Context: an optimization exercise on an open-source flow, tuned for small area. The choices shown serve that exercise and are no tape-out recipe.
The RTL was checked by simulation tests, not by an equivalence proof against the original design.
Power and IR drop assume default switching activity.

== v12 ==
==> flow/design.v <==
module weft_rx_lane (
    input  wire        clk,
    input  wire        rst,
    input  wire        rx_valid,
    input  wire [65:0] rx_word,
    input  wire        align_start,
    output reg         out_valid,
    output reg         out_ctrl,
    output reg  [63:0] out_data,
    output wire [2:0]  lane_state,
    output wire        block_lock,
    output wire        frame_lock,
    output reg  [6:0]  slip_count,
    output reg  [7:0]  align_count,
    output reg  [31:0] align_fail_count,
    output reg  [31:0] code_errors,
    output reg  [23:0] frame_seq,
    output reg  [7:0]  lane_index,
    output reg  [7:0]  lane_role
);
    localparam [7:0] T_FRAMING = 8'h1E;
    localparam [7:0] T_STUFF   = 8'h2D;
    localparam [7:0] T_SOAK    = 8'h33;
    localparam [7:0] T_WAKE    = 8'h4B;
    localparam [7:0] T_LINE    = 8'h55;
    localparam [7:0] T_SEGMENT = 8'h66;
    reg        st_al, st_up, st_ft;
    reg        ph_f1, ph_f2;
    reg [65:0] prev_word;
    reg [6:0]  slip;             
    reg [57:0] scr_hist;         
    reg [9:0]  cnt;              
    reg [1:0]  attempt;          
    reg [23:0] last_seq;         
    reg        frame_miss;       
    reg [62:0] inv_hist;         
    reg [3:0]  inv_cnt;          
    reg        mature;           
    wire [131:0] window = {rx_word, prev_word};
    wire [128:0] sh64 = {window[128:68], slip[6] ? window[131:64] : window[67:0]};
    wire [96:0]  sh32 = slip[5] ? sh64[128:32] : sh64[96:0];
    wire [80:0]  sh16 = slip[4] ? sh32[96:16]  : sh32[80:0];
    wire [72:0]  sh8  = slip[3] ? sh16[80:8]   : sh16[72:0];
    wire [68:0]  sh4  = slip[2] ? sh8[72:4]    : sh8[68:0];
    wire [66:0]  sh2  = slip[1] ? sh4[68:2]    : sh4[66:0];
    wire [65:0]  blk  = slip[0] ? sh2[66:1]    : sh2[65:0];
    wire        hdr_data = ~blk[0] &  blk[1];
    wire        hdr_ctrl =  blk[0] & ~blk[1];
    wire        hdr_ok   =  blk[0] ^  blk[1];
    wire [63:0] scr      = blk[65:2];
    wire [121:0] scr_ext = {scr, scr_hist};
    reg  [63:0]  pay;
    integer i;
    always @(*) begin
        for (i = 0; i < 64; i = i + 1)
            pay[i] = scr_ext[58 + i] ^ scr_ext[19 + i] ^ scr_ext[i];
    end
    wire [7:0]  ctype     = pay[7:0];
    wire [7:0]  f_lane    = pay[15:8];
    wire [23:0] f_seq     = {pay[23:16], pay[31:24], pay[39:32]};
    wire [7:0]  f_role    = pay[47:40];
    wire t_framing  = (ctype == T_FRAMING);
    wire t_deliver  = (ctype == T_SOAK) || (ctype == T_WAKE) ||
                      (ctype == T_LINE) || (ctype == T_SEGMENT);
    wire t_known    = t_framing || (ctype == T_STUFF) || t_deliver;
    wire is_framing = hdr_ctrl & t_framing;
    wire blk_in  = rx_valid & ~align_start;
    wire hunt    = st_al & ~ph_f1 & ~ph_f2;
    wire at63    = (cnt == 10'd63);
    wire [23:0] next_seq = last_seq + 24'd1;
    wire seq_ok  = is_framing & (f_seq == next_seq);
    wire inv        = ~hdr_ok;
    wire win_out    = inv_hist[62] & mature;
    wire loss       = (inv_cnt == 4'd15 && inv) || (at63 && !seq_ok && frame_miss);
    wire f1_fail    = ph_f1 & ~is_framing & at63;
    wire f2_fail    = ph_f2 & at63 & ~seq_ok;
    wire hunt_fail  = hunt & inv & (slip_count == 7'd65);
    wire att_fail   = f1_fail | f2_fail | hunt_fail;
    wire last_att   = attempt[1];
    assign lane_state = {st_ft, st_up, st_al | st_ft};
    assign block_lock = st_up;
    assign frame_lock = st_up;
    always @(posedge clk) begin
        if (rx_valid) begin
            prev_word[65:2] <= rx_word[65:2];
            scr_hist        <= scr[63:6];
            inv_hist        <= {inv_hist[61:0], inv};
        end
    end
    always @(posedge clk) begin
        if (rst)
            prev_word[1:0] <= 2'b00;
        else if (rx_valid)
            prev_word[1:0] <= rx_word[1:0];
    end
    always @(posedge clk) begin
        if (align_start) begin
            cnt     <= 10'd0;
            attempt <= 2'd0;
        end else if (blk_in) begin
            if (hunt) begin
                cnt <= hdr_ok ? cnt + 10'd1 : 10'd0;
            end else if (ph_f1 && is_framing) begin
                cnt <= 10'd64;
            end else if (att_fail || (st_up && loss)) begin
                cnt <= 10'd0;
            end else begin
                cnt <= cnt + 10'd1;
            end
            if (att_fail)
                attempt <= attempt + 2'd1;
            else if (st_up && loss)
                attempt <= 2'd0;
        end
    end
    always @(posedge clk) begin
        if (blk_in) begin
            if (ph_f1 && is_framing)
                last_seq <= f_seq;
            else if (at63)
                last_seq <= next_seq;
            if (ph_f2) begin
                frame_miss <= 1'b0;
                inv_cnt    <= 4'd0;
                mature     <= 1'b0;
            end else begin
                if (at63)
                    frame_miss <= ~seq_ok;
                inv_cnt <= inv_cnt + {3'd0, inv} - {3'd0, win_out};
                if (cnt == 10'd126)
                    mature <= 1'b1;
            end
        end
    end
    always @(posedge clk) begin
        if (rst) begin
            st_al            <= 1'b0;
            st_up            <= 1'b0;
            st_ft            <= 1'b0;
            ph_f1            <= 1'b0;
            ph_f2            <= 1'b0;
            slip             <= 7'd0;
            slip_count       <= 7'd0;
            align_count      <= 8'd0;
            align_fail_count <= 32'd0;
            code_errors      <= 32'd0;
            frame_seq        <= 24'd0;
            lane_index       <= 8'd0;
            lane_role        <= 8'd0;
        end else if (align_start) begin
            st_al       <= 1'b1;
            st_up       <= 1'b0;
            st_ft       <= 1'b0;
            ph_f1       <= 1'b0;
            ph_f2       <= 1'b0;
            slip_count  <= 7'd0;
            align_count <= align_count + 8'd1;
        end else if (blk_in) begin
            if (hunt && inv) begin
                slip       <= (slip == 7'd65) ? 7'd0 : slip + 7'd1;
                slip_count <= (slip_count == 7'd65) ? 7'd0 : slip_count + 7'd1;
            end
            if (hunt && hdr_ok && at63)
                ph_f1 <= 1'b1;
            if (ph_f1 && is_framing) begin
                ph_f1 <= 1'b0;
                ph_f2 <= 1'b1;
            end
            if (att_fail) begin
                ph_f1      <= 1'b0;
                ph_f2      <= 1'b0;
                slip_count <= 7'd0;
                if (last_att) begin
                    st_al            <= 1'b0;
                    st_ft            <= 1'b1;
                    align_fail_count <= align_fail_count + 32'd1;
                end
            end
            if ((ph_f2 | st_up) && at63 && seq_ok) begin
                frame_seq  <= f_seq;
                lane_index <= f_lane;
                lane_role  <= f_role;
            end
            if (ph_f2 && at63 && seq_ok) begin
                ph_f2 <= 1'b0;
                st_al <= 1'b0;
                st_up <= 1'b1;
            end
            if (st_up) begin
                if (inv || (hdr_ctrl && !t_known))
                    code_errors <= code_errors + 32'd1;
                if (loss) begin
                    st_up       <= 1'b0;
                    st_al       <= 1'b1;
                    slip_count  <= 7'd0;
                    align_count <= align_count + 8'd1;
                end
            end
        end
    end
    always @(posedge clk) begin
        if (rst) begin
            out_valid <= 1'b0;
            out_ctrl  <= 1'b0;
            out_data  <= 64'd0;
        end else begin
            out_valid <= blk_in & st_up & (hdr_data | (hdr_ctrl & t_deliver));
            out_ctrl  <= hdr_ctrl;
            out_data  <= pay;
        end
    end
endmodule
Settings: LEC_CHECK=0, CAP_MARGIN=20, CORE_MARGIN=2, CORE_UTILIZATION=40, PLACE_DENSITY=0.6, SLEW_MARGIN=20; clock period 12.0 ns.
standard.sh (not shown) runs the stock make flow with config.mk's settings and CLKGATE_MAP_FILE= SYNTH_SCRIPT=/design/flow/synth_recipe.tcl, a recipe that flattens the netlist after the stock synthesis.
==> flow/flow/run.sh <==
#!/bin/bash
# Standard layout with two changes that only affect cell area:
#  1. after the standard synthesis, the combinational logic between the
#     (untouched) registers is re-mapped with an area-oriented ABC script;
#  2. the port buffers use the smallest buffer cell.
# Each tool's output goes to its own log in this folder.
set -euo pipefail
export BUFFER_PORTS_ARGS="-buffer_cell sky130_fd_sc_hd__buf_1"
R=orfs/results/$FLOW_PLATFORM/weft_rx_lane/base
bash standard.sh synth > synth.log 2>&1
cp $R/1_2_yosys.v std_synth.v
yosys -c flow/resynth.tcl > resynth.log 2>&1
cp resynth.v $R/1_2_yosys.v
rm -f $R/1_synth.odb
bash standard.sh > layout.log 2>&1
==> flow/flow/resynth.tcl <==
# Re-map the combinational logic of the standard synthesis for area.
# Registers are kept as black boxes, so their instances and names stay.
yosys -import
set lib $::env(FLOW_HOME)/platforms/$::env(FLOW_PLATFORM)/lib/sky130_fd_sc_hd__tt_025C_1v80.lib
set du {}
set f [open flow/dont_use.txt]
foreach c [split [read $f] "\n"] { if {$c ne ""} { lappend du -dont_use $c } }
close $f
read_liberty -ignore_miss_func $lib
setattr -mod -set keep_hierarchy 1 sky130_fd_sc_hd__*df* sky130_fd_sc_hd__*dl* sky130_fd_sc_hd__conb_1
read_verilog std_synth.v
hierarchy -top $::env(FLOW_TOP)
flatten
yosys rename -hide w:*.*
opt_clean -purge
abc -liberty $lib {*}$du -script "+strash; dch; amap; topo" $::env(FLOW_TOP)
opt_clean -purge
hilomap -singleton -hicell sky130_fd_sc_hd__conb_1 HI -locell sky130_fd_sc_hd__conb_1 LO
insbuf -buf sky130_fd_sc_hd__buf_1 A X
opt_clean -purge
select $::env(FLOW_TOP)
tee -o resynth_after.txt stat -liberty $lib
check $::env(FLOW_TOP)
write_verilog -noattr -nohex -nodec -selected resynth.v
Other scripts of this flow, unchanged in this note and not shown: flow/flow/dont_use.txt
v12 finished every step from synthesis to the final layout, and the layout passed the timing, design-rule and antenna checks.
Setup changes, v12 to v8
Settings: PLACE_DENSITY: 0.6 -> 0.8; CORE_UTILIZATION: 40 -> 60; CTS_CLUSTER_DIAMETER: unset -> 100; CTS_CLUSTER_SIZE: unset -> 25.
--- a/flow/flow/resynth.tcl
+++ b/flow/flow/resynth.tcl
@@ -16 +16 @@
-abc -liberty $lib {*}$du -script "+strash; dch; amap; topo" $::env(FLOW_TOP)
+abc -liberty $lib {*}$du -script "+strash; dch; amap -F 10 -A 50; topo" $::env(FLOW_TOP)
Findings:
Post-synthesis cell area went down slightly going from v12 to v8. v8 reports its critical path's slowest cell as sky130_fd_sc_hd__a222oi_1 while v12 reports sky130_fd_sc_hd__a2111oi_0. On net switching power of the design: between v8 and v12, it ends up lower for v8. Routed wire in v8 totals less than in v12. The total power number comes out higher for v12 vs v8. v8 vs v12 — final RePlAce weighted congestion climbed by more than 10%. In the metrics for v8 and v12, the one carrying the higher clock tree skew after final layout is v12. [compare] base=v12 new=v8: power per cell area down about 14%; global-route wire length before repair dropped 7.8 mm; final cycle utilization of the critical path dropped 3.9 points; total routing usage reported by global routing increased 9.9 points.
[inputs] v43 vs v8
Settings: GPL_TIMING_DRIVEN now 0, previously not set; CORE_UTILIZATION now 40, was 60; PLACE_DENSITY now 0.6, was 0.8.
Findings:
- Non-clock buffer count in the final layout: v43 vs v8 down 17
- Per the comparison of v43 with v8, final clock period utilization by the worst path now larger, area of the die now larger.
- v43 vs v8 — vertical die dimension rose 22%.
- Against v8, v43 comes in 0.096 ns higher on worst-margin pin slew.
- Type of the setup path with the least slack: in -> reg -> v8, reg -> reg -> v43
- In summary, v43 completed successfully, with a layout that passed the timing, design-rule and antenna checks.
- Comparing v43 and v8, cell area is lower on v8.
- On final non-filler cell total, the lower figure sits with v8, not v43.
- v8 → v43: tightest hold margin went down; highest attainable clock frequency went down.
Edits applied to the flow inputs when going from v43 to v27:
Settings: GPL_TIMING_DRIVEN removed (was 0); CTS_CLUSTER_SIZE changed from 25 to 30.
--- a/flow/flow/resynth.tcl
+++ b/flow/flow/resynth.tcl
@@ -16 +16 @@
-abc -liberty $lib {*}$du -script "+strash; dch; amap -F 10 -A 50; topo" $::env(FLOW_TOP)
+abc -liberty $lib {*}$du -script "+strash; dch; amap; topo" $::env(FLOW_TOP)
[summary]
Taking v43 as the reference, in v27 global-route usage grew by 1.2 points; sequential share of layout area held steady; power share of the clock group shrank by 0.7 points; number of buffers created by CTS shrank by about 9%; share of the clock period used by the worst path shrank by 9.6 points. For v27, the path type of the worst setup path was in -> reg, unlike v43, where it was reg -> reg.
Edits applied to the flow inputs when going from v27 to v57:
Settings: CTS_CLUSTER_SIZE now 25, was 30; CAP_MARGIN now 0, was 20; SLEW_MARGIN now 0, was 20.
Notes after the runs:
The count of fill cells added during filler insertion on v57 is in line with that on v27. Switching power as a share of total power down 0.47 points in v57 wrt v27. v27 -> v57: number of remaining DRC errors delta 0, exact match. Looking at v27 and v57, the static leakage is a wash. Diff v27 and v57: total power lower in v27. Looking at v27 and v57, the relative area change from synthesis to final layout is a wash. Diff v57..v27 | worst hold-check slack | negligible. Summary — worst setup slack, v57 relative to v27: lower, by 0.075 ns.
[inputs] v20 vs v57
Settings: changing CAP_MARGIN from 0 to 20; changing SLEW_MARGIN from 0 to 20.
--- a/flow/flow/resynth.tcl
+++ b/flow/flow/resynth.tcl
@@ -16 +16 @@
-abc -liberty $lib {*}$du -script "+strash; dch; amap; topo" $::env(FLOW_TOP)
+abc -liberty $lib {*}$du -script "+strash; dch; amap -F 10 -A 50; topo" $::env(FLOW_TOP)
==> run notes <==
v20 vs. v57: total power went up; internal power of the cells went up; number of multi-input combinational cells in the layout went down. v20: clock network power share 0.7 points above v57. Post-synthesis cell count ended up about 5% lower on v20 than on v57. NOTE total wirelength of the detailed-routed design v57->v20 decreased slightly. Layout overhead on the synthesized area (lower): v57. The setup slack of v20 is larger than that of v57. Of the two candidates, v57 has the worse synthesized area and v20 the better one. Of v57 and v20, the run reporting the higher effective utilization at floorplan was v57.

-- static timing again, ports no longer ideal --
The flow's constraints put no driver on any port. The routed layouts listed below were extracted and timed again, unchanged, in two steps.
Step 1 (the two cells are an assumption about what drives the block):
set clk [get_ports {clk}]
set_driving_cell -lib_cell sky130_fd_sc_hd__clkbuf_16 $clk
set_driving_cell -lib_cell sky130_fd_sc_hd__buf_2 [delete_from_list [all_inputs] $clk]
Step 2 moves the port delays by t, midway between the first and last clock arrival at a register: inputs arrive t later, outputs are due t later. That takes back most of the time a late clock gives input paths.
Three values: ideal ports, drivers, drivers and shift; two values: the first two.
run	shift t [ns]	setup WS [ns]	hold WS [ns]	cell pins on the clock port's net
v12	0.645	2.201 / 2.244 / 1.600	0.413 / 0.413 / 0.413	1
v8	0.599	2.667 / 2.684 / 2.085	0.424 / 0.424 / 0.424	1
v43	0.625	1.099 / 1.099 / 1.099	0.414 / 0.414 / 0.414	1
v27	0.611	2.250 / 2.288 / 1.678	0.427 / 0.427 / 0.427	1
v57	0.615	2.175 / 2.217 / 1.602	0.425 / 0.425 / 0.425	1
v20	0.641	2.636 / 2.675 / 2.035	0.421 / 0.421 / 0.421	1
After both steps setup and hold are still met in every run listed.
